Context: an optimization exercise on an open-source flow, tuned for small area and a short achievable clock period. The choices shown serve that exercise and are no tape-out recipe.
The RTL was checked by simulation tests, not by an equivalence proof against the original design.
Power figures rest on the tool's default switching activity, not on a simulated workload.

==> run a: inputs <==
## iu32
module iu32 (
    input  wire        clk,
    input  wire        in_class,
    input  wire [4:0]  in_op,
    input  wire        in_f,
    input  wire [31:0] in_a,
    input  wire [31:0] in_b,
    input  wire [3:0]  in_flags,
    output wire [31:0] out_rd,
    output wire [31:0] out_re,
    output wire        out_wrd,
    output wire        out_wre,
    output wire [3:0]  out_flags
);
    wire [31:0] a = in_a;
    wire [31:0] b = in_b;
    wire        z_in = in_flags[0];
    wire        c_in = in_flags[1];
    wire        n_in = in_flags[2];
    wire        v_in = in_flags[3];
    wire        f    = in_f;
    wire        alu  = ~in_class;
    wire        mcls = in_class;
    wire [4:0] op = in_op;
    wire o_add  = op == 5'h00, o_addx = op == 5'h01, o_sub  = op == 5'h02,
         o_subx = op == 5'h03, o_abdu = op == 5'h04, o_and  = op == 5'h05,
         o_or   = op == 5'h06, o_xor  = op == 5'h07, o_andn = op == 5'h08,
         o_mov  = op == 5'h09, o_not  = op == 5'h0A, o_shl  = op == 5'h0B,
         o_shru = op == 5'h0C, o_shrs = op == 5'h0D, o_rol  = op == 5'h0E,
         o_cmp  = op == 5'h0F, o_selc = op == 5'h10, o_andf = op == 5'h11,
         o_lzc  = op == 5'h12, o_popc = op == 5'h13, o_extb = op == 5'h14,
         o_exth = op == 5'h15, o_brev = op == 5'h16, o_minu = op == 5'h17,
         o_maxu = op == 5'h18, o_mins = op == 5'h19, o_maxs = op == 5'h1A;
    wire o_minmax = o_minu | o_maxu | o_mins | o_maxs;
    wire o_arith  = o_add | o_addx | o_sub | o_subx | o_cmp;
    wire o_shift  = o_shl | o_shru | o_shrs | o_rol;
    wire        sub  = o_sub | o_subx | o_cmp | o_abdu | o_minmax;
    wire        cin  = o_sub | o_cmp | o_abdu | o_minmax | ((o_addx | o_subx) & c_in);
    wire [31:0] y    = b ^ {32{sub}};
    wire [31:0] pg_p = a ^ y;
    wire [31:0] pg_g = a & y;
    reg  [31:0] gG, gP;
    integer lv, k;
    always @(*) begin
        gG = pg_g;
  ...
clock: 16.0 ns
lec_check: 0
cap_margin: 20
core_margin: 2
core_utilization: 40
slew_margin: 20
run.sh (not shown) runs the stock make flow with config.mk's settings and CLKGATE_MAP_FILE= SYNTH_SCRIPT=/design/flow/synth_recipe.tcl, a recipe that flattens the netlist after the stock synthesis.
==> run b (differences from run a) <==
--- a/flow/design.v
+++ b/flow/design.v
@@ -29,41 +29,52 @@
          o_shru = op == 5'h0C, o_shrs = op == 5'h0D, o_rol  = op == 5'h0E,
          o_cmp  = op == 5'h0F, o_selc = op == 5'h10, o_andf = op == 5'h11,
          o_lzc  = op == 5'h12, o_popc = op == 5'h13, o_extb = op == 5'h14,
          o_exth = op == 5'h15, o_brev = op == 5'h16, o_minu = op == 5'h17,
          o_maxu = op == 5'h18, o_mins = op == 5'h19, o_maxs = op == 5'h1A;
     wire o_minmax = o_minu | o_maxu | o_mins | o_maxs;
     wire o_arith  = o_add | o_addx | o_sub | o_subx | o_cmp;
     wire o_shift  = o_shl | o_shru | o_shrs | o_rol;
-    wire        sub  = o_sub | o_subx | o_cmp | o_abdu | o_minmax;
-    wire        cin  = o_sub | o_cmp | o_abdu | o_minmax | ((o_addx | o_subx) & c_in);
-    wire [31:0] y    = b ^ {32{sub}};
-    wire [31:0] pg_p = a ^ y;
-    wire [31:0] pg_g = a & y;
-    reg  [31:0] gG, gP;
+    wire        cin_a = o_addx & c_in;
+    wire        cin_s = ~o_subx | c_in;
+    wire [31:0] ap  = a ^ b;
+    wire [31:0] ag  = a & b;
+    wire [31:0] sp  = ~ap;
+    wire [31:0] sg  = a & ~b;
+    reg  [31:0] aG, aP, sG, sP;
     integer lv, k;
     always @(*) begin
-        gG = pg_g;
-        gP = pg_p;
+        aG = ag;
+        aP = ap;
+        sG = sg;
+        sP = sp;
         for (lv = 0; lv < 5; lv = lv + 1)
             for (k = 0; k < 32; k = k + 1)
                 if (k[lv]) begin
-                    gG[k] = gG[k] | (gP[k] & gG[((k >> lv) << lv) - 1]);
-                    gP[k] = gP[k] & gP[((k >> lv) << lv) - 1];
+                    aG[k] = aG[k] | (aP[k] & aG[((k >> lv) << lv) - 1]);
+                    aP[k] = aP[k] & aP[((k >> lv) << lv) - 1];
+                    sG[k] = sG[k] | (sP[k] & sG[((k >> lv) << lv) - 1]);
+                    sP[k] = sP[k] & sP[((k >> lv) << lv) - 1];
                 end
     end
-    wire [32:0] cy   = {gG | (gP & {32{cin}}), cin};    
-    wire [31:0] sum  = pg_p ^ cy[31:0];
-    wire [31:0] sum0 = pg_p ^ {gG[30:0], 1'b0};          
-    wire        cout = cy[32];
-    wire        ovf  = (a[31] == y[31]) & (sum[31] != a[31]);
-    wire        ge_u = cout;                   
-    wire        lt_s = sum[31] ^ ovf;          
-    wire [31:0] abdu = cout ? sum : ~sum0;
+    wire [32:0] acy  = {aG | (aP & {32{cin_a}}), cin_a};
+    wire [32:0] scy  = {sG | (sP & {32{cin_s}}), cin_s};
+    wire [31:0] asum = ap ^ acy[31:0];
+    wire [31:0] ssum = sp ^ scy[31:0];
+    wire [31:0] ssum0 = sp ^ {sG[30:0], 1'b0};         
+    wire        aovf = (a[31] == b[31]) & (asum[31] != a[31]);
+    wire        sovf = (a[31] != b[31]) & (ssum[31] != a[31]);
+    wire        ge_u = scy[32];                
+    wire        lt_s = ssum[31] ^ sovf;        
+    wire [31:0] abdu = ge_u ? ssum : ~ssum0;
+    wire        o_addc = o_add | o_addx;
+    wire        o_subc = o_sub | o_subx | o_cmp;
+    wire        cout = o_addc ? acy[32] : scy[32];
+    wire        ovf  = o_addc ? aovf : sovf;
     wire sel_a = (o_selc & c_in) | (o_minu & ~ge_u) | (o_maxu & ge_u) |
                  (o_mins & lt_s) | (o_maxs & ~lt_s);
     wire sel_ab = o_selc | o_minmax;
     wire t3 = o_and | o_andf | o_or | o_mov | sel_ab;            
     wire t2 = o_or | o_xor | o_andn | o_not | (sel_ab & sel_a);         
     wire t1 = o_or | o_xor | o_mov | (sel_ab & ~sel_a);          
     wire t0 = o_not;                                             
     wire [31:0] lu = (a & b & {32{t3}}) | (a & ~b & {32{t2}}) |
@@ -103,17 +114,18 @@
         lzc_r = 6'd32;
         for (i = 0; i < 32; i = i + 1)
             if (b[i]) lzc_r = 6'd31 - i[5:0];
         popc_r = 6'd0;
         for (i = 0; i < 32; i = i + 1)
             popc_r = popc_r + {5'b0, b[i]};
     end
     wire [31:0] alu_r =
-        ({32{o_arith}} & sum) |
+        ({32{o_addc}}  & asum) |
+        ({32{o_subc}}  & ssum) |
         ({32{o_abdu}}  & abdu) |
         lu |
         ({32{o_shift}} & shres) |
         ({32{o_lzc}}   & {26'b0, lzc_r}) |
         ({32{o_popc}}  & {26'b0, popc_r}) |
         ({32{o_extb}}  & {{24{b[7]}}, b[7:0]}) |
         ({32{o_exth}}  & {{16{b[15]}}, b[15:0]}) |
         ({32{o_brev}}  & b_rev);
@@ -131,65 +143,65 @@
     generate
         for (gj = 0; gj < 17; gj = gj + 1) begin : g_booth
             assign bone[gj] = Bx[2*gj+1] ^ Bx[2*gj];
             assign btwo[gj] = Bx[2*gj+2] ? (~Bx[2*gj+1] & ~Bx[2*gj]) : (Bx[2*gj+1] & Bx[2*gj]);
             assign bneg[gj] = Bx[2*gj+2];
         end
     endgenerate
     wire [33:0] pp0;
-    assign pp0 = ({34{bone[0]}} & A) ^ ({34{btwo[0]}} & A2) ^ {34{bneg[0]}};
+    assign pp0 = (({34{bone[0]}} & A) | ({34{btwo[0]}} & A2)) ^ {34{bneg[0]}};
     wire ppn0 = ~pp0[33];
     wire [33:0] pp1;
-    assign pp1 = ({34{bone[1]}} & A) ^ ({34{btwo[1]}} & A2) ^ {34{bneg[1]}};
+    assign pp1 = (({34{bone[1]}} & A) | ({34{btwo[1]}} & A2)) ^ {34{bneg[1]}};
     wire ppn1 = ~pp1[33];
     wire [33:0] pp2;
-    assign pp2 = ({34{bone[2]}} & A) ^ ({34{btwo[2]}} & A2) ^ {34{bneg[2]}};
+    assign pp2 = (({34{bone[2]}} & A) | ({34{btwo[2]}} & A2)) ^ {34{bneg[2]}};
     wire ppn2 = ~pp2[33];
     wire [33:0] pp3;
-    assign pp3 = ({34{bone[3]}} & A) ^ ({34{btwo[3]}} & A2) ^ {34{bneg[3]}};
+    assign pp3 = (({34{bone[3]}} & A) | ({34{btwo[3]}} & A2)) ^ {34{bneg[3]}};
     wire ppn3 = ~pp3[33];
     wire [33:0] pp4;
-    assign pp4 = ({34{bone[4]}} & A) ^ ({34{btwo[4]}} & A2) ^ {34{bneg[4]}};
+    assign pp4 = (({34{bone[4]}} & A) | ({34{btwo[4]}} & A2)) ^ {34{bneg[4]}};
     wire ppn4 = ~pp4[33];
     wire [33:0] pp5;
-    assign pp5 = ({34{bone[5]}} & A) ^ ({34{btwo[5]}} & A2) ^ {34{bneg[5]}};
+    assign pp5 = (({34{bone[5]}} & A) | ({34{btwo[5]}} & A2)) ^ {34{bneg[5]}};
     wire ppn5 = ~pp5[33];
     wire [33:0] pp6;
-    assign pp6 = ({34{bone[6]}} & A) ^ ({34{btwo[6]}} & A2) ^ {34{bneg[6]}};
+    assign pp6 = (({34{bone[6]}} & A) | ({34{btwo[6]}} & A2)) ^ {34{bneg[6]}};
     wire ppn6 = ~pp6[33];
     wire [33:0] pp7;
-    assign pp7 = ({34{bone[7]}} & A) ^ ({34{btwo[7]}} & A2) ^ {34{bneg[7]}};
+    assign pp7 = (({34{bone[7]}} & A) | ({34{btwo[7]}} & A2)) ^ {34{bneg[7]}};
     wire ppn7 = ~pp7[33];
     wire [33:0] pp8;
-    assign pp8 = ({34{bone[8]}} & A) ^ ({34{btwo[8]}} & A2) ^ {34{bneg[8]}};
+    assign pp8 = (({34{bone[8]}} & A) | ({34{btwo[8]}} & A2)) ^ {34{bneg[8]}};
     wire ppn8 = ~pp8[33];
     wire [33:0] pp9;
-    assign pp9 = ({34{bone[9]}} & A) ^ ({34{btwo[9]}} & A2) ^ {34{bneg[9]}};
+    assign pp9 = (({34{bone[9]}} & A) | ({34{btwo[9]}} & A2)) ^ {34{bneg[9]}};
     wire ppn9 = ~pp9[33];
     wire [33:0] pp10;
-    assign pp10 = ({34{bone[10]}} & A) ^ ({34{btwo[10]}} & A2) ^ {34{bneg[10]}};
+    assign pp10 = (({34{bone[10]}} & A) | ({34{btwo[10]}} & A2)) ^ {34{bneg[10]}};
     wire ppn10 = ~pp10[33];
     wire [33:0] pp11;
-    assign pp11 = ({34{bone[11]}} & A) ^ ({34{btwo[11]}} & A2) ^ {34{bneg[11]}};
+    assign pp11 = (({34{bone[11]}} & A) | ({34{btwo[11]}} & A2)) ^ {34{bneg[11]}};
     wire ppn11 = ~pp11[33];
     wire [33:0] pp12;
-    assign pp12 = ({34{bone[12]}} & A) ^ ({34{btwo[12]}} & A2) ^ {34{bneg[12]}};
+    assign pp12 = (({34{bone[12]}} & A) | ({34{btwo[12]}} & A2)) ^ {34{bneg[12]}};
     wire ppn12 = ~pp12[33];
     wire [33:0] pp13;
-    assign pp13 = ({34{bone[13]}} & A) ^ ({34{btwo[13]}} & A2) ^ {34{bneg[13]}};
+    assign pp13 = (({34{bone[13]}} & A) | ({34{btwo[13]}} & A2)) ^ {34{bneg[13]}};
     wire ppn13 = ~pp13[33];
     wire [33:0] pp14;
-    assign pp14 = ({34{bone[14]}} & A) ^ ({34{btwo[14]}} & A2) ^ {34{bneg[14]}};
+    assign pp14 = (({34{bone[14]}} & A) | ({34{btwo[14]}} & A2)) ^ {34{bneg[14]}};
     wire ppn14 = ~pp14[33];
     wire [33:0] pp15;
-    assign pp15 = ({34{bone[15]}} & A) ^ ({34{btwo[15]}} & A2) ^ {34{bneg[15]}};
+    assign pp15 = (({34{bone[15]}} & A) | ({34{btwo[15]}} & A2)) ^ {34{bneg[15]}};
     wire ppn15 = ~pp15[33];
     wire [33:0] pp16;
-    assign pp16 = ({34{bone[16]}} & A) ^ ({34{btwo[16]}} & A2) ^ {34{bneg[16]}};
+    assign pp16 = (({34{bone[16]}} & A) | ({34{btwo[16]}} & A2)) ^ {34{bneg[16]}};
     wire ppn16 = ~pp16[33];
     wire s1, k2;
     assign s1 = bneg[2] ^ pp0[4];
     assign k2 = bneg[2] & pp0[4];
     wire s3, k4;
     assign s3 = pp0[5] ^ pp1[3];
     assign k4 = pp0[5] & pp1[3];
     wire s5, k6;
==> flow/flow/run.sh (new file) <==
#!/bin/bash
# Layout flow: the standard ORFS flow (standard.sh, with the standard
# synthesis unchanged) and two changes to how the layout is made:
#  - the timing repair after floorplan, CTS and global route is asked to
#    leave MARGIN ns of setup slack (the SDC, with the design's clock
#    period, I/O delays and loads, is not changed);
#  - the buffer ORFS puts on every input and output port is PORTBUF.
# make's full output goes to flow_orfs.log here; ORFS's own per-step logs
# are under orfs/logs/.
set -euo pipefail
[[ -f standard.sh ]] || cd "$(dirname "$0")/.."
MARGIN=8.5
PORTBUF=sky130_fd_sc_hd__buf_4
bash standard.sh SETUP_SLACK_MARGIN=$MARGIN "BUFFER_PORTS_ARGS=-buffer_cell $PORTBUF" finish > flow_orfs.log 2>&1
==> flow/standard.sh (new file) <==
#!/bin/bash
# synth_recipe.tcl (not shown) runs the flow's synth.tcl, then flattens the netlist and writes it again
# the make line also repeats each setting of config.mk as NAME=value (left out here)
make -C /OpenROAD-flow-scripts/flow DESIGN_CONFIG=/design/flow/config.mk WORK_HOME=/design/flow/orfs CLKGATE_MAP_FILE= SYNTH_SCRIPT=/design/flow/synth_recipe.tcl "${@:-finish}"
==> flow/config.mk (replaced) <==
export PLATFORM = sky130hd
export DESIGN_NAME = iu32
export DESIGN_NICKNAME = iu32
export VERILOG_FILES = /design/flow/design.v
export SDC_FILE = /design/flow/constraint.sdc
export NUM_CORES = 4
export LEC_CHECK = 0
export CAP_MARGIN = 20
export CORE_MARGIN = 2
export CORE_UTILIZATION = 60
export SLEW_MARGIN = 20
removed: flow/run.sh
==> comparison table <==
| item | run a | run b |
|---|---|---|
| Switching power | 0.006582 W | 0.006263 W |
| Tcrit/Tclk final | 61.34% | 51.08% |
| Critical path origin | in_op[2] | rq[17]$_DFF_P_ |
| Row Count | 125 | 98 |
| Relative slew slack | 17.05% | 14.11% |
| Comb pwr share | 85.4% | 84.6% |
| Standard cell with the maximum stage delay on the critical path | sky130_fd_sc_hd__clkdlybuf4s50_1 | sky130_fd_sc_hd__nand4b_1 |
| Status | complete, no violations | complete, no violations |
| Cell variety after synth | 80 | 82 |
| Slew at the pin with the worst max-slew slack | 1.233 ns | 1.280 ns |
| CP Depth | 24 | 14 |
| Register share of the cell area | 9.182% | 9.483% |
| Met3 track demand over resource in global routing | 7.881% | 27.45% |
| Synthesized area per cell | 8.077 um^2 | 8.855 um^2 |
| Leakage | 20.59 nW | 20.57 nW |
| Critical Setup Path Class | in -> reg | reg -> out |
| Multi-input logic portion of the cell area | 76.31% | 73.99% |
| Largest net degree at the start of global routing | 63 | 55 |
| Share of synthesized area occupied by flip-flops and latches | 9.848% | 10.58% |
| Overall power after layout | 0.01223 W | 0.01195 W |
| Cell area after synthesis | 0.04696 mm^2 | 0.04373 mm^2 |
| Horizontal die dimension | 346.6 um | 274.0 um |
| Unrepaired setup endpoints after global routing | no | yes |

==> static timing again, ports no longer ideal <==
The flow's constraints put no driver on any port. The routed layouts listed below were extracted and timed again, unchanged, in two steps. Step 1 assumes that a clkbuf_16 drives the clock port and a buf_2 every other input. Step 2, shift: input delay + t, output delay - t, t = (earliest + latest rising clock arrival at the registers) / 2. This alone moves slack from input paths to output paths. Three values: ideal, step 1, step 2; two values: the first two.
run	t (ns)	slack for setup (ns)	hold WS [ns]	worst data-port slew with drivers (ns)
run a	0.708	6.186 / 6.231 / 5.523	3.002 / 2.948 / 3.656	0.13
run b	0.669	7.827 / 7.753 / 7.181	2.769 / 2.720 / 3.389	0.28
After both steps setup and hold are still met in every run listed. The setup slack of run a, which loses most, moves by +0.045 ns with the drivers and by -0.663 ns with both steps.
